Source: an optimization exercise on an open RTL-to-GDS flow (aim: small area, a short achievable clock period and few clock cycles per item). Production flows keep margins and buffers that such runs may drop.
The RTL was checked by simulation tests, not by an equivalence proof against the original design.
Power is estimated from default activity; no workload was simulated.

==> flow/design.v, too long to show whole: its modules and the start of the top module <==
// module damask_px: 971 lines
module damask_px (
    input  wire         clk,
    input  wire         rst,         
    input  wire         start,       
    input  wire [47:0]  l16,         
    input  wire [15:0]  seam,        
    input  wire [15:0]  lscale,      
    input  wire [191:0] m,           
    input  wire [47:0]  ug,          
    input  wire [47:0]  uo,          
    input  wire [143:0] c_mat,       
    input  wire [47:0]  ga,          
    input  wire [23:0]  lgo,         
    input  wire [11:0]  cls,         
    input  wire [2:0]   pfl,         
    input  wire         dark,        
    input  wire         lowg_en,
    input  wire         dither_en,
    input  wire [1:0]   pos_u,       
    input  wire [1:0]   pos_v,       
    output reg          lg_rd,       
    output reg  [3:0]   lg_cls,      
    output reg  [5:0]   lg_idx,      
    input  wire [15:0]  lg_data,     
    output reg          done,        
    output wire [47:0]  code,        
    output reg  [2:0]   clip         
);
  // ...
==> flow/flow/run.sh <==
#!/bin/bash
# The standard layout (standard.sh, unchanged synthesis, floorplan,
# placement, CTS and routing), with two settings changed:
#  - ORFS's timing repair aims at a 5.2 ns critical path: a setup slack margin
#    of 12.8 ns on the design's 18 ns clock;
#  - every input and output port is buffered with buf_1, the smallest buffer (the default pick
#    is a slow delay buffer).
# The clock and the constraints are the design's.
set -euo pipefail
bash standard.sh SETUP_SLACK_MARGIN=12.8 "BUFFER_PORTS_ARGS=-buffer_cell sky130_fd_sc_hd__buf_1" finish > layout.log 2>&1
==> flow/standard.sh <==
#!/bin/bash
# synth_recipe.tcl (not shown) runs the flow's synth.tcl, then flattens the netlist and writes it again
# the make line also repeats each setting of config.mk as NAME=value (left out here)
make -C /OpenROAD-flow-scripts/flow DESIGN_CONFIG=/design/flow/config.mk WORK_HOME=/design/flow/orfs CLKGATE_MAP_FILE= SYNTH_SCRIPT=/design/flow/synth_recipe.tcl "${@:-finish}"
==> flow/config.mk <==
export PLATFORM = sky130hd
export DESIGN_NAME = damask_px
export DESIGN_NICKNAME = damask_px
export VERILOG_FILES = /design/flow/design.v
export SDC_FILE = /design/flow/constraint.sdc
export NUM_CORES = 4
export LEC_CHECK = 0
export ABC_AREA = 1
export CAP_MARGIN = 20
export CORE_MARGIN = 2
export CORE_UTILIZATION = 40
export CTS_BUF_LIST = sky130_fd_sc_hd__clkbuf_8
export SLEW_MARGIN = 20
==> flow/constraint.sdc <==
create_clock -name core_clock -period 18.0 [get_ports {clk}]
set_input_delay 3.6000 -clock core_clock [delete_from_list [all_inputs] [get_ports {clk}]]
set_output_delay 3.6000 -clock core_clock [all_outputs]
set_load 0.01 [all_outputs]
==> flow_summary.html, run 1 <==
<table>
<tr><th>Metric</th><th>Value</th></tr>
<tr><th colspan="2">Synth</th></tr>
<tr><td>Post-synthesis instance area</td><td>~35,000 sq um</td></tr>
<tr><td>Seq cells post-synth</td><td>between 300 and 400</td></tr>
<tr><td>Most instantiated flip-flop cell in the synthesis netlist</td><td>dfxtp_1</td></tr>
<tr><td>Area share of the largest cell type after synthesis</td><td>0.124</td></tr>
<tr><td>Average footprint of a synthesized cell</td><td>between 6 and 7 sq um</td></tr>
<tr><th colspan="2">Placement</th></tr>
<tr><td>Post-place instance area</td><td>38,100 sq um</td></tr>
<tr><td>Worst slack, placed</td><td>11,990 ps</td></tr>
<tr><td>Number of buffers added on ports</td><td>roughly 700</td></tr>
<tr><td>DPL Wire Length</td><td>158,000 um</td></tr>
<tr><th colspan="2">Power and ir drop</th></tr>
<tr><td>Overall power after layout</td><td>9.16 mW</td></tr>
<tr><td>Power per cell area</td><td>228 nW/um^2</td></tr>
<tr><td>Portion of total power attributed to combinational logic</td><td>0.757</td></tr>
<tr><th colspan="2">Clock tree</th></tr>
<tr><td>Clock transition at the registers of the reported paths</td><td>about 60 ps</td></tr>
<tr><td>Clock network latency to the later pin of the worst-skew pair</td><td>about 700 ps</td></tr>
<tr><td>Post-CTS setup buffer count</td><td>2</td></tr>
<tr><th colspan="2">Floorplanning</th></tr>
<tr><td>Die Span Y</td><td>299 um</td></tr>
<tr><td>Site row count</td><td>108</td></tr>
<tr><td>Tap cell count</td><td>1,155</td></tr>
<tr><th colspan="2">Global routing</th></tr>
<tr><td>Remaining global-route overflow</td><td>0</td></tr>
<tr><td>Highest-utilization routing layer at the global route stage</td><td>met2</td></tr>
<tr><td>Tot GR Track Use</td><td>0.424</td></tr>
<tr><td>Met2 capacity usage during global routing</td><td>0.646</td></tr>
<tr><th colspan="2">Timing</th></tr>
<tr><td>Slew Limit Headroom</td><td>0.0593</td></tr>
<tr><th colspan="2">Detailed routing</th></tr>
<tr><td>Met1 wire length</td><td>77,400 um</td></tr>
<tr><td>Final antenna-violating net count</td><td>0</td></tr>
<tr><td>Routed len/inst</td><td>28.7 um</td></tr>
<tr><td>Post-route DRC violation count</td><td>0</td></tr>
<tr><td>Final wirelength</td><td>approximately 200,000 um</td></tr>
<tr><th colspan="2">Critical path</th></tr>
<tr><td>Crit. End Element</td><td>flop</td></tr>
<tr><td>Terminus of the critical flop-to-flop path</td><td>cs_c[23]</td></tr>
<tr><td>CP top delay family</td><td>simple AND/OR/NAND/NOR gates</td></tr>
<tr><th colspan="2">Finish</th></tr>
<tr><td>Most frequent standard cell in the layout excluding fill and tap cells</td><td>nand2_1</td></tr>
<tr><td>Signed area change from the synthesized netlist to the final layout</td><td>15.6%</td></tr>
<tr><td>Final Non-Filler Cells</td><td>6,812</td></tr>
<tr><td>Clock tree buffer count of the final layout</td><td>77</td></tr>
<tr><th colspan="2">Run status</th></tr>
<tr><td>Status</td><td>no timing/DRC/antenna violations</td></tr>
</table>
Testbench counts, summed over its fixed seeds: cycles 315,254, pixels 9,600.
==> run 2, diff against run 1 <==
--- a/flow/design.v
+++ b/flow/design.v
@@ -31,17 +31,17 @@
                      T_X    = 4'd2,      
                      T_D    = 4'd3,      
                      T_E    = 4'd4,      
                      T_H    = 4'd5,      
                      T_Q    = 4'd6,      
                      T_LGO  = 4'd7,      
                      T_L1   = 4'd8,      
                      T_L2   = 4'd9;      
-    localparam [2:0] A_HOLD = 3'd0, A_G = 3'd1, A_XS = 3'd2, A_DS = 3'd3,
+    localparam [2:0] A_NONE = 3'd0, A_G = 3'd1, A_XS = 3'd2, A_DS = 3'd3,
                      A_QN = 3'd4, A_LG = 3'd5;
     localparam [5:0] B_L16 = 6'd1, B_M = 6'd4, B_UG = 6'd13, B_C = 6'd16,
                      B_GA = 6'd25, B_LGO = 6'd28, B_F1 = 6'd31, B_F = 6'd32;
     localparam [20:0] QMAX = 21'd1048560;
     reg        run;
     reg [5:0]  cyc;          
     reg [3:0]  p_typ, t1_typ, t2_typ;
     reg [1:0]  p_i, t1_i, t2_i;
@@ -94,18 +94,18 @@
             2'd1:    ordk = o1;
             default: ordk = o2;
         endcase
     endfunction
     function [18:0] mainop;
         input [5:0] c;
         case (c)
             6'd3: mainop = 19'h10101;    
-            6'd4: mainop = 19'h12002;    
-            6'd5: mainop = 19'h14003;    
+            6'd4: mainop = 19'h12302;    
+            6'd5: mainop = 19'h14303;    
             6'd6: mainop = 19'h18204;    
             6'd7: mainop = 19'h19245;    
             6'd8: mainop = 19'h19a86;    
             6'd9: mainop = 19'h1a207;    
             6'd10: mainop = 19'h1b248;    
             6'd11: mainop = 19'h1ba89;    
             6'd12: mainop = 19'h1c20a;    
             6'd13: mainop = 19'h1d24b;    
@@ -146,20 +146,20 @@
             3'b110: begin e_ord0 = 2'd1; e_ord1 = 2'd2; e_n = 2'd2; end
             3'b111: begin e_ord0 = 2'd0; e_ord1 = 2'd1; e_n = 2'd3; end
             default: ;
         endcase
     end
     wire [5:0]  rn      = lc + 6'd1;
     wire        rn_v    = (rn < {3'd0, nlg, 1'b0});
     wire [1:0]  rn_lamp = ordk(rn[2:1], ord0, ord1, ord2);
-    wire [20:0] xq_e    = sel3(e_ord0, xr0, xr1, xr2);
-    wire [3:0]  tq_e    = (e_ord0 == 2'd0) ? tq0 : ((e_ord0 == 2'd1) ? tq1 : tq2);
-    wire [13:0] xq_e_q  = xq_e[13:0] - {10'd0, tq_e};      
-    wire [20:0] xq_rn   = sel3(rn_lamp, xr0, xr1, xr2);
+    wire [1:0]  rd_lamp = eval ? e_ord0 : rn_lamp;
+    wire [20:0] xq_rd   = sel3(rd_lamp, xr0, xr1, xr2);
+    wire [3:0]  tq_rd   = (rd_lamp == 2'd0) ? tq0 : ((rd_lamp == 2'd1) ? tq1 : tq2);
+    wire [13:0] q_rd    = xq_rd[13:0] - {10'd0, tq_rd};
     wire [5:0]  ln      = lc + 6'd1;
     wire [1:0]  lk      = ln[0] ? ln[2:1] : (ln[2:1] - 2'd1);
     wire        lk_v    = (ln != 6'd0) && (ln < {3'd0, nlg, 1'b0} + 6'd1);
     wire [1:0]  lk_lamp = ordk(lk, ord0, ord1, ord2);
     wire [18:0] lgop    = !lk_v ? 19'd0 :
                           {(ln[0] ? T_L1 : T_L2), lk_lamp, !ln[0], 1'b0,
                            A_LG, lk_lamp, (ln[0] ? B_F1 : B_F)};
     wire [18:0] p_nx = in_lg ? lgop :
@@ -797,26 +797,27 @@
                          ((u[26:14] == 13'd1) && (u[13:4] == 10'd0) && (u[3:0] < t2_t));
     wire        q_clip = !u_neg && ((u[26:20] != 7'd0) ||
                                     ((u[19:4] == 16'hFFFF) && (u[3:0] >= t2_t)));
     wire        r_need = lowg_r && q_pos && q_lt;
     wire [20:0] xw     = (t2_typ == T_Q && r_need) ? {1'b0, u[19:0]} : r;
     wire [20:0] xsel = sel3(p_ai, xr0, xr1, xr2);
     wire [20:0] dsel = sel3(p_ai, dr0, dr1, dr2);
     wire [3:0]  tsel = (p_ai == 2'd0) ? tq0 : ((p_ai == 2'd1) ? tq1 : tq2);
+    wire [8:0]  f_sel = xsel[8:0] - {5'd0, tsel};           
     reg  [20:0] a_nx;
     always @(*) begin
         if (!run) a_nx = {5'd0, seam};
         else case (p_as)
             A_G:     a_nx = r;
             A_XS:    a_nx = xsel;
             A_DS:    a_nx = dsel;
             A_QN:    a_nx = {7'd1, 10'd0, tsel} - {1'b0, xsel[19:0]};
             A_LG:    a_nx = {5'd0, lg_data};
-            default: a_nx = aop;
+            default: a_nx = xsel;
         endcase
     end
     integer bk;
     reg [16:0] b_nx;
     always @(*) begin
         b_nx = {1'b0, lscale};
         if (run) begin
             b_nx = 17'd0;
@@ -827,27 +828,27 @@
                 if (p_bs == B_LGO + bk) b_nx = {{9{lgo[8*bk+7]}}, lgo[8*bk +: 8]};
             end
             for (bk = 0; bk < 9; bk = bk + 1) begin
                 if (p_bs == B_M + bk)
                     b_nx = {m[16*(4*(bk/3)+(bk%3))+15], m[16*(4*(bk/3)+(bk%3)) +: 16]};
                 if (p_bs == B_C + bk)
                     b_nx = {c_mat[16*bk+15], c_mat[16*bk +: 16]};
             end
-            if (p_bs == B_F1) b_nx = {7'd0, 10'd512 - {1'b0, xsel[8:0]}};
-            if (p_bs == B_F)  b_nx = {8'd0, xsel[8:0]};
+            if (p_bs == B_F1) b_nx = {7'd0, 10'd512 - {1'b0, f_sel}};
+            if (p_bs == B_F)  b_nx = {8'd0, f_sel};
         end
     end
     reg  [37:0] acc_nx;
     wire [15:0] m3_1 = m[16*(4*t1_i+3) +: 16];
     wire [15:0] uo_1 = uo[16*t1_i +: 16];
     wire [20:0] dr_1 = sel3(t1_i, dr0, dr1, dr2);
     wire [3:0]  tq_1 = (t1_i == 2'd0) ? tq0 : ((t1_i == 2'd1) ? tq1 : tq2);
     always @(*) begin
-        acc_nx = acc;
+        acc_nx = s;              
         if (t1_cont)
             acc_nx = s;
         else case (t1_typ)
             T_G:   acc_nx = 38'd16384;
             T_X:   acc_nx = 38'd8192;
             T_D:   acc_nx = {{6{m3_1[15]}}, m3_1, 16'h1000};
             T_E:   acc_nx = {{7{uo_1[15]}}, uo_1, 15'h4000};
             T_H:   acc_nx = 38'd4096;
@@ -855,17 +856,17 @@
             T_LGO: acc_nx = {20'd0, tq_1, 14'h2000};
             T_L1:  acc_nx = {{8{dr_1[20]}}, dr_1, 9'h100};
             default: ;
         endcase
     end
     wire wr_x = (t2_typ == T_X) || (t2_typ == T_H && t2_last) ||
                 (t2_typ == T_Q) || (t2_typ == T_L2);
     wire wr_d = (t2_typ == T_D && t2_last) || (t2_typ == T_E) ||
-                (t2_typ == T_LGO);
+                (t2_typ == T_LGO) || (t2_typ == T_G);
     always @(posedge clk) begin
         aop  <= a_nx;
         bop  <= b_nx;
         cs_s <= mul_s;
         cs_c <= mul_c;
         acc  <= acc_nx;
         if (!run && start) begin
             tq0    <= dither_en ? dither_t(pos_v,        pos_u)        : 4'd8;
@@ -887,35 +888,32 @@
         if (t2_typ == T_Q) case (t2_i)
             2'd0:    begin clip[0] <= q_clip; need[0] <= r_need; end
             2'd1:    begin clip[1] <= q_clip; need[1] <= r_need; end
             default: begin clip[2] <= q_clip; need[2] <= r_need; end
         endcase
         if (eval) begin
             ord0 <= e_ord0; ord1 <= e_ord1; ord2 <= e_ord2;
             nlg  <= e_n;
-            if (need[0]) xr0 <= {1'b0, xr0[19:0] - {16'd0, tq0}};
-            if (need[1]) xr1 <= {1'b0, xr1[19:0] - {16'd0, tq1}};
-            if (need[2]) xr2 <= {1'b0, xr2[19:0] - {16'd0, tq2}};
         end
     end
     wire fin30 = run && (cyc == 6'd30) && !need[0] && !need[1] && !r_need;
     always @(posedge clk) begin
         if (rst) begin
             run     <= 1'b0;
             cyc     <= 6'd0;
             done    <= 1'b0;
             lg_rd   <= 1'b0;
             lg_cls  <= 4'd0;
             lg_idx  <= 6'd0;
             p_typ   <= T_NONE;
             p_i     <= 2'd0;
             p_cont  <= 1'b0;
             p_last  <= 1'b0;
-            p_as    <= A_HOLD;
+            p_as    <= A_NONE;
             p_ai    <= 2'd0;
             p_bs    <= 6'd0;
             t1_typ  <= T_NONE;
             t1_i    <= 2'd0;
             t1_cont <= 1'b0;
             t1_last <= 1'b0;
             t2_typ  <= T_NONE;
             t2_i    <= 2'd0;
@@ -947,23 +945,23 @@
                 cyc <= cyc + 6'd1;
                 if (fin30) begin
                     done <= 1'b1;
                     run  <= 1'b0;
                 end
                 if (eval) begin
                     lg_rd  <= 1'b1;
                     lg_cls <= cls[4*e_ord0 +: 4];
-                    lg_idx <= {1'b0, xq_e_q[13:9]};
+                    lg_idx <= {1'b0, q_rd[13:9]};
                 end
                 if (in_lg) begin
                     if (rn_v) begin
                         lg_rd  <= 1'b1;
                         lg_cls <= cls[4*rn_lamp +: 4];
-                        lg_idx <= {1'b0, xq_rn[13:9]} + {5'd0, rn[0]};
+                        lg_idx <= {1'b0, q_rd[13:9]} + {5'd0, rn[0]};
                     end
                     if (lc == {3'd0, nlg, 1'b0} + 6'd2) begin
                         done <= 1'b1;
                         run  <= 1'b0;
                     end
                 end
             end
         end
==> flow/flow/run.sh (replaced) <==
#!/bin/bash
# The standard layout (standard.sh, unchanged synthesis, floorplan,
# placement, CTS and routing), with two settings changed:
#  - ORFS's timing repair aims at a 5 ns critical path: a setup slack margin
#    of 13 ns on the design's 18 ns clock;
#  - every input and output port is buffered with buf_1, the smallest buffer (the default pick
#    is a slow delay buffer).
# The clock and the constraints are the design's.
set -euo pipefail
bash standard.sh SETUP_SLACK_MARGIN=13 "BUFFER_PORTS_ARGS=-buffer_cell sky130_fd_sc_hd__buf_1" finish > layout.log 2>&1
==> run 2 against run 1 <==
Net effect:
- maximum frequency is 0.78% higher
- critical endpoint is now bop[2]
- highest routed layer unchanged
- global-route usage is 2.4 points lower
- critical path type unchanged
- largest power group unchanged
- largest cell class unchanged
- non-clock buffer count is 23 higher
- clock-buffer cell count is 7 lower
==> flow_summary.html, run 2 <==
<table>
<tr><th>Metric</th><th>Value</th></tr>
<tr><th colspan="2">Run status</th></tr>
<tr><td>Status</td><td>no timing/DRC/antenna violations</td></tr>
<tr><th colspan="2">Detailed routing</th></tr>
<tr><td>Final wirelength</td><td>172,000 um (-12%)</td></tr>
<tr><td>Routed len/inst</td><td>27.4 um (-4.7%)</td></tr>
<tr><td>Via count of the routed design</td><td>between 30,000 and 40,000</td></tr>
<tr><td>Drt via density</td><td>5.66</td></tr>
<tr><td>Number of optimization iterations in the first detailed-route pass</td><td>8</td></tr>
<tr><td>Post-route DRC violation count</td><td>0 (unchanged)</td></tr>
<tr><td>Initial DRC count</td><td>3,547</td></tr>
<tr><td>Final antenna-violating net count</td><td>0 (unchanged)</td></tr>
<tr><th colspan="2">Synth</th></tr>
<tr><td>Main combinational cell family by area after synthesis</td><td>simple AND/OR/NAND/NOR gates</td></tr>
<tr><td>Synthesized netlist cell count</td><td>4,516</td></tr>
<tr><td>Most instantiated flip-flop cell in the synthesis netlist</td><td>dfxtp_1</td></tr>
<tr><td>Fraction of synthesized cell area in xor and xnor cells</td><td>0.0612</td></tr>
<tr><td>Ranking of synthesized cells by area</td><td>edfxtp_1, dfxtp_1, nand2_1</td></tr>
<tr><td>Warnings from Yosys</td><td>1</td></tr>
<tr><td>Average footprint of a synthesized cell</td><td>7.18 sq um (+3.4%)</td></tr>
<tr><td>Multiplexer share of the synthesized area</td><td>0</td></tr>
<tr><td>Library cell with the largest summed area after synthesis</td><td>edfxtp_1</td></tr>
<tr><td>Most frequent cell after synthesis</td><td>nand2_1</td></tr>
<tr><td>Compound-cell area share of the yosys netlist</td><td>0.162</td></tr>
<tr><td>Simple logic cell fraction of the synthesized area</td><td>0.245</td></tr>
<tr><td>EDFF count, synth</td><td>152</td></tr>
<tr><td>Most instantiated cells after synthesis</td><td>nand2_1, inv_1, nor2_1</td></tr>
<tr><td>Post-synthesis share of cell area spent on full adders, half adders and majority gates</td><td>0.151</td></tr>
<tr><td>Number of distinct library cells after synthesis</td><td>73</td></tr>
<tr><td>Post-synthesis instance area</td><td>32,400 sq um (-6.6%)</td></tr>
<tr><td>Share of the yosys chip area belonging to registers</td><td>0.267</td></tr>
<tr><td>Share of flip-flops with an asynchronous set or reset after synthesis</td><td>0</td></tr>
<tr><td>Seq cells post-synth</td><td>356 (unchanged)</td></tr>
<tr><td>Syn_nets</td><td>5,424</td></tr>
<tr><td>Area share of the largest cell type after synthesis</td><td>0.141 (+0.0170)</td></tr>
<tr><th colspan="2">Timing</th></tr>
<tr><td>Clock period minus worst slack</td><td>5190 ps</td></tr>
<tr><td>Worst hold margin</td><td>399 ps</td></tr>
<tr><td>Setup total negative slack</td><td>0 ps</td></tr>
<tr><td>Max frequency</td><td>0.193 GHz</td></tr>
<tr><td>Final worst-path cycle share</td><td>0.288</td></tr>
<tr><td>Count of endpoints failing hold in the final timing report</td><td>0</td></tr>
<tr><td>Max-slew violation count</td><td>0</td></tr>
<tr><td>Clk_skew</td><td>103 ps</td></tr>
<tr><td>Worst Tran Pin Value</td><td>between 1000 and 1500 ps</td></tr>
<tr><td>Setup repair after global routing missed its margin</td><td>yes</td></tr>
<tr><td>Slew Limit Headroom</td><td>0.0935 (+0.0342)</td></tr>
<tr><td>Number of setup violations in the final report</td><td>0</td></tr>
<tr><th colspan="2">Clock tree</th></tr>
<tr><td>Clock Sinks</td><td>~360</td></tr>
<tr><td>Clock tree from TritonCTS</td><td>built</td></tr>
<tr><td>Post-CTS Hold Fix Bufs</td><td>0</td></tr>
<tr><td>H-tree depth</td><td>2</td></tr>
<tr><td>Deepest clock path buffer count</td><td>3</td></tr>
<tr><td>Clock network latency to the later pin of the worst-skew pair</td><td>750 ps (+50 ps)</td></tr>
<tr><td>Clock tree root driver cell</td><td>clkbuf_8</td></tr>
<tr><td>Number of CTS-inserted buffers</td><td>between 60 and 70</td></tr>
<tr><td>Clock transition at the registers of the reported paths</td><td>60 ps (about the same)</td></tr>
<tr><th colspan="2">Power and ir drop</th></tr>
<tr><td>Switching power total</td><td>about 5.9 mW</td></tr>
<tr><td>Portion of total power attributed to combinational logic</td><td>0.757 (about the same)</td></tr>
<tr><td>Power per cell area</td><td>268 nW/um^2 (+17%)</td></tr>
<tr><td>VDD IR-drop max</td><td>around 280 uV</td></tr>
<tr><td>P_int</td><td>approximately 4.3 mW</td></tr>
<tr><td>Switching Share</td><td>0.581</td></tr>
<tr><td>Power share of the sequential group</td><td>0.162</td></tr>
<tr><td>Leakage power total</td><td>16.6 nW</td></tr>
<tr><td>Clock power share</td><td>0.081</td></tr>
<tr><th colspan="2">Run</th></tr>
<tr><td>Total of max-cap violations</td><td>0</td></tr>
<tr><th colspan="2">Critical path</th></tr>
<tr><td>R2R Path Start</td><td>bop[13]</td></tr>
<tr><td>Worst path required time</td><td>approximately 19,000 ps</td></tr>
<tr><td>Setup crit start</td><td>ug[2]</td></tr>
<tr><td>Crit. End Element</td><td>flop</td></tr>
<tr><td>Terminus of the critical flop-to-flop path</td><td>cs_c[22]</td></tr>
<tr><td>Worst Setup Path Type</td><td>in -&gt; reg</td></tr>
<tr><td>Crit start category</td><td>input pin</td></tr>
<tr><td>Data arrival time of the critical path</td><td>approximately 5700 ps</td></tr>
<tr><td>Biggest fanout along the worst timing path</td><td>1</td></tr>
<tr><td>Register-to-register setup slack</td><td>13,140 ps</td></tr>
<tr><td>Worst-case reg-to-reg path depth</td><td>9</td></tr>
<tr><th colspan="2">Global routing</th></tr>
<tr><td>Tot GR Track Use</td><td>0.400 (-0.0243)</td></tr>
<tr><td>Antenna violations before repair</td><td>between 50 and 60</td></tr>
<tr><td>First-pass GRT wire length</td><td>239,000 um</td></tr>
<tr><td>Largest net degree at the start of global routing</td><td>75</td></tr>
<tr><td>Vias in the first global route</td><td>33,900</td></tr>
<tr><td>Remaining global-route overflow</td><td>0 (unchanged)</td></tr>
<tr><th colspan="2">Floorplanning</th></tr>
<tr><td>Die Span Y</td><td>289 um (-3.3%)</td></tr>
<tr><td>Die outline width</td><td>289 um</td></tr>
<tr><td>Die Area</td><td>83,300 sq um</td></tr>
<tr><td>Site row count</td><td>104 (-3.7%)</td></tr>
<tr><td>CORE AREA</td><td>80,400 sq um</td></tr>
<tr><td>Effective utilization at floorplan</td><td>0.403</td></tr>
<tr><td>Io pins</td><td>688</td></tr>
<tr><th colspan="2">Finish</th></tr>
<tr><td>Largest regs</td><td>acc (38), cs_s (38), cs_c (37)</td></tr>
<tr><td>Ratio of cells with drive above 1 in the final layout</td><td>0.0899</td></tr>
<tr><td>Final #Nets</td><td>6,041</td></tr>
<tr><td>Filler instances</td><td>roughly 8,600</td></tr>
<tr><td>Core occupancy in the finished layout</td><td>0.475</td></tr>
<tr><td>Signed area change from the synthesized netlist to the final layout</td><td>17.8%</td></tr>
<tr><td>Top library cells by usage in the layout, fill and taps aside</td><td>nand2_1, buf_1, inv_1</td></tr>
<tr><td>Most frequent standard cell in the layout excluding fill and tap cells</td><td>nand2_1</td></tr>
<tr><th colspan="2">Min path</th></tr>
<tr><td>Min-Delay Endpoint</td><td>t2_last</td></tr>
<tr><td>Worst hold path startpoint</td><td>t1_last</td></tr>
<tr><td>Class of the most critical hold timing path</td><td>reg -&gt; reg</td></tr>
<tr><td>Worst hold path stage count</td><td>2</td></tr>
<tr><th colspan="2">Placement</th></tr>
<tr><td>Placer congestion estimate</td><td>1.04</td></tr>
<tr><td>Number of buffers added on ports</td><td>687 (unchanged)</td></tr>
<tr><td>DPL Wire Length</td><td>140,000 um (-12%)</td></tr>
</table>
run 2: area by class of cell:
cell class / instances / area [sq um] / share of cell area
clock inverters: 44 / 412 / 0.0108
well taps: 1060 / 1330 / 0.0347
flip-flops and latches: 356 / 8660 / 0.227
multi-input cells: 3250 / 20700 / 0.543
clock buffers: 70 / 963 / 0.0252
inverters: 674 / 2550 / 0.0669
repair inverters: 1 / 5.00 / 0.000131
diodes: 40 / 100 / 0.00262
repair buffers: 789 / 3440 / 0.0901
run 2: cells by family (layout without fill, tap and decap cells):
family	Yosys count	in the layout
and+or+nand+nor	1871	1873
other	0	40
xor gates and xnor gates	221	222
adders and majority gates	287	287
buffers and inverters	915	1578
DFF	356	356
AOI/OAI and AO/OA	866	868
run 2: worst max path at each step:
stage	end	slack [ps]	depth (start not counted)
3_3_place_gp	bop[3]	12060	19
4_1_cts	bop[3]	12920	19
6_report	bop[2]	12810	19
2_1_floorplan	bop[7]	12910	18
5_1_grt	bop[8]	12640	21
3_5_place_dp	bop[3]	12000	19
run 2: through the flow:
step           power (mW)  cell area [sq um]  std cells  setup slack (ps)
2_1_floorplan        5.90              32400       4516             12910
4_1_cts              9.66              37600       6216             12920
5_1_grt              10.7              38200       6278             12640
3_5_place_dp         8.44              35700       6081             12000
3_3_place_gp         8.40              35700       6081             12060
6_report             10.2              38200       6284             12810
run 2: power by group through the flow:
| stage | Sequential [mW] | Combinational (mW) | Clock [mW] |
|---|---|---|---|
| 2_1_floorplan | 1.62 | 4.28 | 0 |
| 5_1_grt | 1.67 | 8.17 | 0.875 |
| 6_report | 1.65 | 7.74 | 0.828 |
| 3_3_place_gp | 1.67 | 6.73 | 0 |
| 3_5_place_dp | 1.67 | 6.77 | 0 |
| 4_1_cts | 1.65 | 7.16 | 0.842 |
run 2: worst max-delay path, stage by stage:
cell and delay (ps):
buf_1 90, nand2_2 130, nand2_2 80, a21oi_2 130, nand4_1 130, nand2_1 140, nand3_1 80, nand2_1 60
nand4_1 170, nor2_1 140, nand4_1 150, nor2_2 190, nand4_1 100, nor2_1 90, nand4_1 90, nor2_2 150
nand4_1 100, nand2_1 80, nand2_1 50
run 2: timing repair:
action                                  CTS  global route
gates resized for setup                 104            61
endpoints found under the setup margin  106           118
setup buffers                            19            24
pin swaps                                40            51
cloned                                    2             4
run 2: layer usage:
| layer | vias to the layer above | GRT usage | wire length, um |
|---|---|---|---|
| li1 | 16100 | - | - |
| met1 | 16800 | 0.495 | 66800 |
| met2 | 2197 | 0.629 | 76300 |
| met3 | 452 | 0.0683 | 14200 |
| met4 | 6 | 0.296 | 14500 |
| met5 | - | 0 | 29 |
Testbench counts of run 2, summed over its fixed seeds: cycles 315,254, pixels 9,600.
==> run 3, diff against run 2 <==
--- a/flow/config.mk
+++ b/flow/config.mk
@@ -12,2 +12,3 @@
 export CTS_BUF_LIST = sky130_fd_sc_hd__clkbuf_8
 export SLEW_MARGIN = 20
+export TNS_END_PERCENT = 20
==> run 3 against run 2 <==
Net effect:
- hold slack got worse by 2.2 ps
- flip-flop and latch count stayed put
- final area is 1.2% lower
- utilization is 0.59 points lower
- final cell count down 0.35%
- register-to-register slack worse by 230 ps
- still clean on timing, DRC and antenna
- synthesized area unchanged
- critical endpoint is now bop[12]
- sequential power about the same
- combinational power is essentially flat
- power shrank 0.47%
- via count is 0.35% lower
- first-iteration DRC count rose by 9.8%
==> flow_summary.html, run 3 <==
<table>
<tr><th>Metric</th><th>Value</th></tr>
<tr><th colspan="2">Floorplanning</th></tr>
<tr><td>Die outline width</td><td>289 um (unchanged)</td></tr>
<tr><td>Site row count</td><td>104 (unchanged)</td></tr>
<tr><td>Die Area</td><td>83,300 sq um (unchanged)</td></tr>
<tr><td>Io pins</td><td>688 (unchanged)</td></tr>
<tr><td>CORE AREA</td><td>80,400 sq um (unchanged)</td></tr>
<tr><td>Effective utilization at floorplan</td><td>0.403 (unchanged)</td></tr>
<tr><td>Die Span Y</td><td>289 um (unchanged)</td></tr>
<tr><th colspan="2">Synth</th></tr>
<tr><td>Ranking of synthesized cells by area</td><td>edfxtp_1, dfxtp_1, nand2_1</td></tr>
<tr><td>Syn_nets</td><td>5,424 (unchanged)</td></tr>
<tr><td>Number of distinct library cells after synthesis</td><td>73 (unchanged)</td></tr>
<tr><td>Library cell with the largest summed area after synthesis</td><td>edfxtp_1</td></tr>
<tr><td>Most frequent cell after synthesis</td><td>nand2_1</td></tr>
<tr><td>Post-synthesis instance area</td><td>32,400 sq um (unchanged)</td></tr>
<tr><td>Share of flip-flops with an asynchronous set or reset after synthesis</td><td>0 (unchanged)</td></tr>
<tr><td>Seq cells post-synth</td><td>356 (unchanged)</td></tr>
<tr><td>Share of the yosys chip area belonging to registers</td><td>0.267 (unchanged)</td></tr>
<tr><td>Area share of the largest cell type after synthesis</td><td>0.141 (unchanged)</td></tr>
<tr><td>Synthesized netlist cell count</td><td>4,516 (unchanged)</td></tr>
<tr><td>Average footprint of a synthesized cell</td><td>7.18 sq um (unchanged)</td></tr>
<tr><td>EDFF count, synth</td><td>152 (unchanged)</td></tr>
<tr><td>Most instantiated flip-flop cell in the synthesis netlist</td><td>dfxtp_1</td></tr>
<tr><td>Most instantiated cells after synthesis</td><td>nand2_1, inv_1, nor2_1</td></tr>
<tr><td>Warnings from Yosys</td><td>1 (unchanged)</td></tr>
<tr><th colspan="2">Clock tree</th></tr>
<tr><td>Clock transition at the registers of the reported paths</td><td>60 ps (about the same)</td></tr>
<tr><td>Post-CTS Hold Fix Bufs</td><td>0 (unchanged)</td></tr>
<tr><td>Deepest clock path buffer count</td><td>3 (unchanged)</td></tr>
<tr><td>Clock tree from TritonCTS</td><td>built</td></tr>
<tr><td>Clock network latency to the later pin of the worst-skew pair</td><td>730 ps (-20 ps)</td></tr>
<tr><td>Clock Sinks</td><td>356 (unchanged)</td></tr>
<tr><td>Number of CTS-inserted buffers</td><td>61 (unchanged)</td></tr>
<tr><td>Clock tree root driver cell</td><td>clkbuf_8</td></tr>
<tr><td>H-tree depth</td><td>2 (unchanged)</td></tr>
<tr><th colspan="2">Detailed routing</th></tr>
<tr><td>Via count of the routed design</td><td>35,400 (-0.35%)</td></tr>
<tr><td>Initial DRC count</td><td>3,894 (+9.8%)</td></tr>
<tr><td>Number of optimization iterations in the first detailed-route pass</td><td>8 (unchanged)</td></tr>
<tr><td>Post-route DRC violation count</td><td>0 (unchanged)</td></tr>
<tr><td>Final antenna-violating net count</td><td>0 (unchanged)</td></tr>
<tr><td>Top layer reached by signal wires</td><td>met5</td></tr>
<tr><td>Final wirelength</td><td>174,000 um (+1.3%)</td></tr>
<tr><td>Met3 routed wirelength</td><td>14,800 um (+3.6%)</td></tr>
<tr><td>Routed len/inst</td><td>27.8 um (+1.7%)</td></tr>
<tr><td>Met1 wire length</td><td>66,700 um (-0.20%)</td></tr>
<tr><td>Met2 wire length</td><td>78,600 um (+3.0%)</td></tr>
<tr><td>Drt via density</td><td>5.66 (about the same)</td></tr>
<tr><th colspan="2">Global routing</th></tr>
<tr><td>Vias in the first global route</td><td>33,700 (-0.65%)</td></tr>
<tr><td>Largest net degree at the start of global routing</td><td>75 (unchanged)</td></tr>
<tr><td>Remaining global-route overflow</td><td>0 (unchanged)</td></tr>
<tr><td>Tot GR Track Use</td><td>0.404 (+0.00430)</td></tr>
<tr><td>First-pass GRT wire length</td><td>240,000 um (+0.38%)</td></tr>
<tr><td>Antenna violations before repair</td><td>47 (-18%)</td></tr>
<tr><th colspan="2">Min path</th></tr>
<tr><td>Class of the most critical hold timing path</td><td>reg -&gt; reg</td></tr>
<tr><th colspan="2">Timing</th></tr>
<tr><td>Clk_skew</td><td>76.6 ps (-26.0 ps)</td></tr>
<tr><td>Slew Limit Headroom</td><td>0.231 (+0.138)</td></tr>
<tr><td>Number of setup violations in the final report</td><td>0 (unchanged)</td></tr>
<tr><td>Worst Tran Pin Value</td><td>1150 ps (-210 ps)</td></tr>
<tr><td>Final worst-path cycle share</td><td>0.292 (+0.00378)</td></tr>
<tr><td>Worst hold margin</td><td>397 ps (-2.15 ps)</td></tr>
<tr><td>Setup total negative slack</td><td>0 ps (unchanged)</td></tr>
<tr><td>Max frequency</td><td>0.190 GHz (-1.3%)</td></tr>
<tr><td>Count of endpoints failing hold in the final timing report</td><td>0 (unchanged)</td></tr>
<tr><td>Max-slew violation count</td><td>0 (unchanged)</td></tr>
<tr><td>Setup repair after global routing missed its margin</td><td>yes</td></tr>
<tr><td>Clock period minus worst slack</td><td>5250 ps (+68.1 ps)</td></tr>
<tr><th colspan="2">Power and ir drop</th></tr>
<tr><td>Leakage power total</td><td>16.4 nW (-1.5%)</td></tr>
<tr><td>VDD IR-drop max</td><td>297 uV (+4.8%)</td></tr>
<tr><td>Power per cell area</td><td>270 nW/um^2 (+0.77%)</td></tr>
<tr><th colspan="2">Finish</th></tr>
<tr><td>Signed area change from the synthesized netlist to the final layout</td><td>16.3%</td></tr>
<tr><td>Ratio of cells with drive above 1 in the final layout</td><td>0.0745 (-0.0154)</td></tr>
<tr><td>Top library cells by usage in the layout, fill and taps aside</td><td>nand2_1, buf_1, inv_1</td></tr>
<tr><td>Largest regs</td><td>acc (38), cs_s (38), cs_c (37)</td></tr>
<tr><td>Most frequent standard cell in the layout excluding fill and tap cells</td><td>nand2_1</td></tr>
<tr><td>Final #Nets</td><td>6,021 (-0.33%)</td></tr>
<tr><th colspan="2">Run status</th></tr>
<tr><td>Status</td><td>no timing/DRC/antenna violations</td></tr>
<tr><th colspan="2">Critical path</th></tr>
<tr><td>Crit. End Element</td><td>flop</td></tr>
<tr><td>Data arrival time of the critical path</td><td>5800 ps (+70 ps)</td></tr>
<tr><td>Worst path required time</td><td>18,540 ps (about the same)</td></tr>
<tr><td>Crit start category</td><td>input pin</td></tr>
<tr><td>Biggest fanout along the worst timing path</td><td>1 (unchanged)</td></tr>
<tr><td>Worst Setup Path Type</td><td>in -&gt; reg</td></tr>
<tr><th colspan="2">Placement</th></tr>
<tr><td>Number of buffers added on ports</td><td>687 (unchanged)</td></tr>
<tr><td>Placer congestion estimate</td><td>1.07 (+2.7%)</td></tr>
<tr><td>DPL Wire Length</td><td>141,000 um (+1.3%)</td></tr>
<tr><th colspan="2">Run</th></tr>
<tr><td>Total of max-cap violations</td><td>0 (unchanged)</td></tr>
</table>
run 3: per-stage QoR:
step	power (mW)	setup slack, ps	util	cells	instance area, sq um
2_1_floorplan	5.90	12860	-	4516	32400
3_3_place_gp	8.44	11980	0.444	6081	35700
3_5_place_dp	8.50	11970	0.444	6081	35700
4_1_cts	9.65	12830	0.463	6201	37200
5_1_grt	10.7	12640	0.469	6255	37700
6_report	10.2	12750	0.469	6262	37700
run 3: what timing repair did:
| item | CTS | global route |
|---|---|---|
| gates cloned | 2 | 3 |
| endpoints found under the setup margin | 98 | 178 |
| hold endpoints to repair | 0 | 0 |
| buffers inserted | 3 | 21 |
| gates resized for setup | 54 | 48 |
| pin swaps | 15 | 31 |
run 3: critical path: stages:
cell,delay (ps)
buf_1,70
nand2_1,260
nand4_1,130
nand2_1,80
nand4_1,100
a21boi_0,300
nand4_1,120
nand2_1,110
nand3_1,100
nand2_1,190
nand4_1,100
nor2_1,100
nand4_1,90
nor2_1,100
nand4_1,90
nand2_1,70
nand2_1,40
nand2_1,70
nand2_1,50
run 3: path summary, 6_finish.rpt:
check / start / to / slack (ps) / cells after the start
setup / recovery: ug[12] / bop[12] / 12750 / 19
hold / removal: t1_last / t2_last / 400 / 2
setup reg to reg: bop[15] / cs_c[20] / 12910 / 9
hold reg to reg: t1_last / t2_last / 400 / 2
run 3: power breakdown:
group	internal [mW]	leakage (nW)	total [mW]	switching (mW)
clock	0.384	0.671	0.771	0.387
combinational	2.31	12.6	7.74	5.43
sequential	1.54	3.08	1.66	0.123
total	4.23	16.4	10.2	5.94
run 3: cells by family (layout without fill, tap and decap cells):
kind of cell	Yosys count	count (layout)	synth area share
fa+ha+maj	287	287	0.151
compound gates	866	867	0.162
other cells	0	37	0
simple gates	1871	1874	0.245
flops	356	356	0.267
xor+xnor	221	222	0.0612
buf+inv	915	1559	0.114
run 3: routing by layer:
metal | track usage | up-vias
li1 | - | 16100
met1 | 0.490 | 16800
met2 | 0.645 | 2106
met3 | 0.0790 | 458
met4 | 0.288 | 10
met5 | 0 | -
run 3: layout make-up:
| type | instances | area (sq um) |
|---|---|---|
| Clock buffer | 65 | 895 |
| Inverter | 674 | 2540 |
| Multi-Input combinational cell | 3250 | 20600 |
| Sequential cell | 356 | 8660 |
| Fill cell | 8714 | 42700 |
| Antenna cell | 37 | 92.6 |
| Clock inverter | 50 | 347 |
| Timing Repair Buffer | 770 | 3290 |
| Tap cell | 1060 | 1330 |
==> run 4, diff against run 3 <==
==> flow/run.sh (new file) <==
#!/bin/bash
# synth_recipe.tcl (not shown) runs the flow's synth.tcl, then flattens the netlist and writes it again
# the make line also repeats each setting of config.mk as NAME=value (left out here)
make -C /OpenROAD-flow-scripts/flow DESIGN_CONFIG=/design/flow/config.mk WORK_HOME=/design/flow/orfs CLKGATE_MAP_FILE= SYNTH_SCRIPT=/design/flow/synth_recipe.tcl finish
--- a/flow/config.mk
+++ b/flow/config.mk
@@ -12,3 +12,2 @@
 export CTS_BUF_LIST = sky130_fd_sc_hd__clkbuf_8
 export SLEW_MARGIN = 20
-export TNS_END_PERCENT = 20
removed: flow/flow/run.sh
removed: flow/standard.sh
==> run 4 against run 3 <==
Net effect:
- utilization up 4.9 points
- still clean on timing, DRC and antenna
- clock skew is 6.6 ps lower
- die area stayed put
- flip-flop and latch count stayed put
- final cell count decreased by 0.21%
- synthesized area unchanged
- via count shrank 0.62%
- non-clock buffer count shrank 21
- final area is 10% higher
- sequential share of layout area fell by 2.2 points
- power shrank 5.0%
- hold slack got worse by 36 ps
==> flow_summary.html, run 4 <==
<table>
<tr><th>Metric</th><th>Value</th></tr>
<tr><th colspan="2">Run status</th></tr>
<tr><td>Status</td><td>no timing/DRC/antenna violations</td></tr>
<tr><th colspan="2">Timing</th></tr>
<tr><td>Number of setup violations in the final report</td><td>0 (unchanged)</td></tr>
<tr><td>Clk_skew</td><td>70.0 ps (-6.63 ps)</td></tr>
<tr><td>Slew Limit Headroom</td><td>0.199 (-0.0320)</td></tr>
<tr><td>Setup total negative slack</td><td>0 ps (unchanged)</td></tr>
<tr><td>Worst hold margin</td><td>360 ps (-36.5 ps)</td></tr>
<tr><td>Setup slack after layout</td><td>11,930 ps (-816 ps)</td></tr>
<tr><td>Setup repair after global routing missed its margin</td><td>no</td></tr>
<tr><td>Max frequency</td><td>0.165 GHz (-13%)</td></tr>
<tr><td>Count of endpoints failing hold in the final timing report</td><td>0 (unchanged)</td></tr>
<tr><td>Final worst-path cycle share</td><td>0.337 (+0.0454)</td></tr>
<tr><td>Worst Tran Pin Value</td><td>1200 ps (+56.2 ps)</td></tr>
<tr><td>Max-slew violation count</td><td>0 (unchanged)</td></tr>
<tr><td>Clock period minus worst slack</td><td>6070 ps (+816 ps)</td></tr>
<tr><th colspan="2">Clock tree</th></tr>
<tr><td>Post-CTS Hold Fix Bufs</td><td>0 (unchanged)</td></tr>
<tr><td>Clock tree root driver cell</td><td>clkbuf_8</td></tr>
<tr><td>Post-CTS setup buffer count</td><td>0 (-3)</td></tr>
<tr><td>H-tree depth</td><td>2 (unchanged)</td></tr>
<tr><td>CTS-repair resized insts</td><td>0 (-100%)</td></tr>
<tr><td>Clock Sinks</td><td>356 (unchanged)</td></tr>
<tr><td>Clock tree from TritonCTS</td><td>built</td></tr>
<tr><td>Number of CTS-inserted buffers</td><td>61 (unchanged)</td></tr>
<tr><td>Deepest clock path buffer count</td><td>3 (unchanged)</td></tr>
<tr><td>Clock network latency to the later pin of the worst-skew pair</td><td>740 ps (about the same)</td></tr>
<tr><td>Clock transition at the registers of the reported paths</td><td>70 ps (about the same)</td></tr>
<tr><th colspan="2">Synth</th></tr>
<tr><td>Average footprint of a synthesized cell</td><td>7.18 sq um (unchanged)</td></tr>
<tr><td>Library cell with the largest summed area after synthesis</td><td>edfxtp_1</td></tr>
<tr><td>Syn_nets</td><td>5,424 (unchanged)</td></tr>
<tr><td>Area share of the largest cell type after synthesis</td><td>0.141 (unchanged)</td></tr>
<tr><td>Most frequent cell after synthesis</td><td>nand2_1</td></tr>
<tr><td>EDFF count, synth</td><td>152 (unchanged)</td></tr>
<tr><td>Ranking of synthesized cells by area</td><td>edfxtp_1, dfxtp_1, nand2_1</td></tr>
<tr><td>Warnings from Yosys</td><td>1 (unchanged)</td></tr>
<tr><td>Seq cells post-synth</td><td>356 (unchanged)</td></tr>
<tr><td>Most instantiated cells after synthesis</td><td>nand2_1, inv_1, nor2_1</td></tr>
<tr><td>Share of flip-flops with an asynchronous set or reset after synthesis</td><td>0 (unchanged)</td></tr>
<tr><td>Number of distinct library cells after synthesis</td><td>73 (unchanged)</td></tr>
<tr><td>Share of the yosys chip area belonging to registers</td><td>0.267 (unchanged)</td></tr>
<tr><td>Post-synthesis instance area</td><td>32,400 sq um (unchanged)</td></tr>
<tr><td>Synthesized netlist cell count</td><td>4,516 (unchanged)</td></tr>
<tr><td>Most instantiated flip-flop cell in the synthesis netlist</td><td>dfxtp_1</td></tr>
<tr><th colspan="2">Power and ir drop</th></tr>
<tr><td>Power share of the sequential group</td><td>0.172 (+0.008)</td></tr>
<tr><td>Portion of total power attributed to combinational logic</td><td>0.735 (-0.026)</td></tr>
<tr><td>Power per cell area</td><td>232 nW/um^2 (-14%)</td></tr>
<tr><td>Switching Share</td><td>0.578 (-0.00613)</td></tr>
<tr><td>Clock power share</td><td>0.093 (+0.017)</td></tr>
<tr><td>Switching power total</td><td>5.59 mW (-6.0%)</td></tr>
<tr><td>P_int</td><td>4.08 mW (-3.6%)</td></tr>
<tr><td>Leakage power total</td><td>18.1 nW (+11%)</td></tr>
<tr><td>VDD IR-drop max</td><td>368 uV (+24%)</td></tr>
<tr><th colspan="2">Floorplanning</th></tr>
<tr><td>Die outline width</td><td>289 um (unchanged)</td></tr>
<tr><td>Effective utilization at floorplan</td><td>0.403 (unchanged)</td></tr>
<tr><td>Io pins</td><td>688 (unchanged)</td></tr>
<tr><td>Site row count</td><td>104 (unchanged)</td></tr>
<tr><td>Die Area</td><td>83,300 sq um (unchanged)</td></tr>
<tr><td>Die Span Y</td><td>289 um (unchanged)</td></tr>
<tr><td>CORE AREA</td><td>80,400 sq um (unchanged)</td></tr>
<tr><th colspan="2">Critical path</th></tr>
<tr><td>Crit start category</td><td>flop</td></tr>
<tr><td>Worst Setup Path Type</td><td>reg -&gt; reg</td></tr>
<tr><td>Register-to-register setup slack</td><td>11,930 ps (-980 ps)</td></tr>
<tr><td>Worst path required time</td><td>18,600 ps (+60 ps)</td></tr>
<tr><td>Worst-case reg-to-reg path depth</td><td>24 (+15)</td></tr>
<tr><td>R2R Path Start</td><td>cyc[0]</td></tr>
<tr><td>Slowest cell on crit path</td><td>a21oi_1</td></tr>
<tr><td>Terminus of the critical flop-to-flop path</td><td>lg_idx[4]</td></tr>
<tr><td>Cell repeated most along the worst path</td><td>ha_1</td></tr>
<tr><td>Ordered list of cells on the worst path</td><td>inv_1, ha_1, inv_1, ha_1, a22o_1, a21oi_1, nand2_1, nand2_2, nand2_4, inv_2, o21ai_0, ha_1, a21oi_1, o211ai_1, nor2_1, nand3_1, nand2_1, ha_1, ha_1, nand3_1, nand2_1, nand2_1, o21ai_1, a21oi_1</td></tr>
<tr><td>Worst path max stage delay</td><td>750 ps (+450 ps)</td></tr>
<tr><td>Biggest fanout along the worst timing path</td><td>14 (+13)</td></tr>
<tr><td>Data arrival time of the critical path</td><td>6670 ps (+870 ps)</td></tr>
<tr><td>Crit. End Element</td><td>flop</td></tr>
<tr><th colspan="2">Global routing</th></tr>
<tr><td>Remaining global-route overflow</td><td>0 (unchanged)</td></tr>
<tr><td>Largest net degree at the start of global routing</td><td>74 (-1.3%)</td></tr>
<tr><td>Antenna violations before repair</td><td>62 (+32%)</td></tr>
<tr><td>First-pass GRT wire length</td><td>240,000 um (about the same)</td></tr>
<tr><td>Tot GR Track Use</td><td>0.402 (-0.00209)</td></tr>
<tr><td>Vias in the first global route</td><td>33,900 (+0.53%)</td></tr>
<tr><th colspan="2">Detailed routing</th></tr>
<tr><td>Final wirelength</td><td>173,000 um (-0.85%)</td></tr>
<tr><td>Routed len/inst</td><td>27.6 um (-0.65%)</td></tr>
<tr><td>Post-route DRC violation count</td><td>0 (unchanged)</td></tr>
<tr><td>Drt via density</td><td>5.64 (-0.41%)</td></tr>
<tr><td>Final antenna-violating net count</td><td>0 (unchanged)</td></tr>
<tr><td>Initial DRC count</td><td>3,870 (-0.62%)</td></tr>
<tr><td>Via count of the routed design</td><td>35,200 (-0.62%)</td></tr>
<tr><td>Number of optimization iterations in the first detailed-route pass</td><td>8 (unchanged)</td></tr>
<tr><th colspan="2">Min path</th></tr>
<tr><td>Worst hold path stage count</td><td>2 (unchanged)</td></tr>
<tr><td>Min-Delay Endpoint</td><td>t1_i[0]</td></tr>
<tr><td>Worst hold path startpoint</td><td>p_i[0]</td></tr>
<tr><td>Class of the most critical hold timing path</td><td>reg -&gt; reg</td></tr>
<tr><th colspan="2">Placement</th></tr>
<tr><td>Worst slack, placed</td><td>11,570 ps (-397 ps)</td></tr>
<tr><td>Placer congestion estimate</td><td>1.05 (-1.5%)</td></tr>
<tr><td>Number of buffers added on ports</td><td>687 (unchanged)</td></tr>
<tr><td>Placed cell count</td><td>6,084 (+0.049%)</td></tr>
<tr><td>DPL Wire Length</td><td>141,000 um (-0.33%)</td></tr>
<tr><th colspan="2">Finish</th></tr>
<tr><td>Ratio of cells with drive above 1 in the final layout</td><td>0.0591 (-0.0154)</td></tr>
<tr><td>Signed area change from the synthesized netlist to the final layout</td><td>28.4%</td></tr>
<tr><td>Final #Nets</td><td>5,995 (-0.43%)</td></tr>
<tr><td>Most frequent standard cell in the layout excluding fill and tap cells</td><td>nand2_1</td></tr>
<tr><td>Largest regs</td><td>acc (38), cs_s (38), cs_c (37)</td></tr>
<tr><td>Final Non-Filler Cells</td><td>6,249 (-0.21%)</td></tr>
<tr><td>Top library cells by usage in the layout, fill and taps aside</td><td>nand2_1, clkdlybuf4s50_1, inv_1</td></tr>
<tr><th colspan="2">Run</th></tr>
<tr><td>Total of max-cap violations</td><td>0 (unchanged)</td></tr>
</table>
[run 4: changes by cell type in the layout (fill, tap and decap cells not counted), moves of 8 or more]
cell             change
nand2_1             +13
nand2_2              -8
buf_1              -683
nor2_1              +11
clkdlybuf4s50_1    +687
buf_4               -15
o21ai_4              -9
clkbuf_8            +10
nor2_2              -10
diode_2             +12
[run 4: per-layer routing]
layer  vias to the layer above  global-route usage  routed length (um)
met4                         6               0.281               13600
met3                       425              0.0758               15200
met1                     16600               0.488               66200
met5                         -                   0                  27
met2                      2134               0.646               77600
li1                      16000                   -                   -
[run 4: how the worst max path moves through the flow]
stage | cells past startpoint | to | slack [ps] | from
floorplan | 18 | bop[7] | 12850 | lgo[15]
global placement | 17 | bop[6] | 11600 | ug[6]
detailed placement | 17 | bop[6] | 11570 | ug[6]
CTS | 24 | lg_idx[4] | 12110 | cyc[0]
global route | 25 | lg_idx[4] | 11540 | cyc[0]
finish | 24 | lg_idx[4] | 11930 | cyc[0]
[run 4: worst max-delay path, delay by kind of cell (launching register included)]
kind | cells | cell delay [ps]
buf+inv | 3 | 740
fa+ha+maj | 5 | 1470
flops | 1 | 730
compound gates | 7 | 1570
simple gates | 9 | 1440
[run 4: through the flow]
| stage | cell area (sq um) | power (mW) | util |
|---|---|---|---|
| 2_1_floorplan | 32400 | 5.90 | - |
| 3_3_place_gp | 40000 | 8.50 | 0.497 |
| 3_5_place_dp | 40000 | 8.56 | 0.497 |
| 4_1_cts | 41500 | 9.47 | 0.516 |
| 5_1_grt | 41600 | 10.2 | 0.517 |
| 6_report | 41600 | 9.67 | 0.518 |
[run 4: logic make-up (layout without fill, tap and decap cells)]
logic type	count (synthesis)	count (layout)	synth area share
DFF	356	356	0.267
adders and majority gates	287	287	0.151
AOI/OAI and AO/OA	866	866	0.162
xor gates and xnor gates	221	221	0.0612
and+or+nand+nor	1871	1871	0.245
buffers and inverters	915	1539	0.114
other	0	49	0
[run 4: area by class of cell]
type / instances / area [sq um]
fillers: 8075 / 38800
multi-input cells: 3245 / 20200
flip-flops and latches: 356 / 8650
repair buffers: 749 / 7340
inverters: 674 / 2530
well taps: 1060 / 1330
clock buffers: 75 / 1030
clock inverters: 41 / 472
diodes: 49 / 123
[run 4: power by group through the flow]
stage / Combinational, mW / Clock [mW] / Sequential, mW
after floorplan: 4.28 / 0 / 1.62
after global placement: 6.82 / 0 / 1.68
after detailed placement: 6.88 / 0 / 1.68
after CTS: 6.90 / 0.915 / 1.66
after global routing: 7.59 / 0.944 / 1.68
final: 7.10 / 0.902 / 1.66

-- what the ideal ports hide --
In the flow no input, the clock included, has a driving cell. The finished layouts below were timed again as built, in two steps. Step 1, drivers: a clkbuf_16 drives clk and a buf_2 each remaining input, both assumed. Step 2 also shifts input and output timing later by t, the mid clock arrival at the registers, as if the neighbouring blocks saw the same clock. Three values: ideal ports, drivers, drivers and shift; two values: the first two.
run | t (ns) | slack for setup (ns) | latest minus earliest clock arrival (ns)
run 1 | 0.744 | 12.773 / 12.804 / 12.060 | 0.055 / 0.055
run 2 | 0.756 | 12.813 / 12.846 / 12.089 | 0.102 / 0.103
run 3 | 0.756 | 12.745 / 12.792 / 12.036 | 0.076 / 0.077
run 4 | 0.760 | 11.929 / 11.929 / 11.362 | 0.070 / 0.070
After both steps every run listed still meets setup and hold. The setup slack of run 2, which loses most, moves by +0.033 ns with the drivers and by -0.724 ns with both steps.
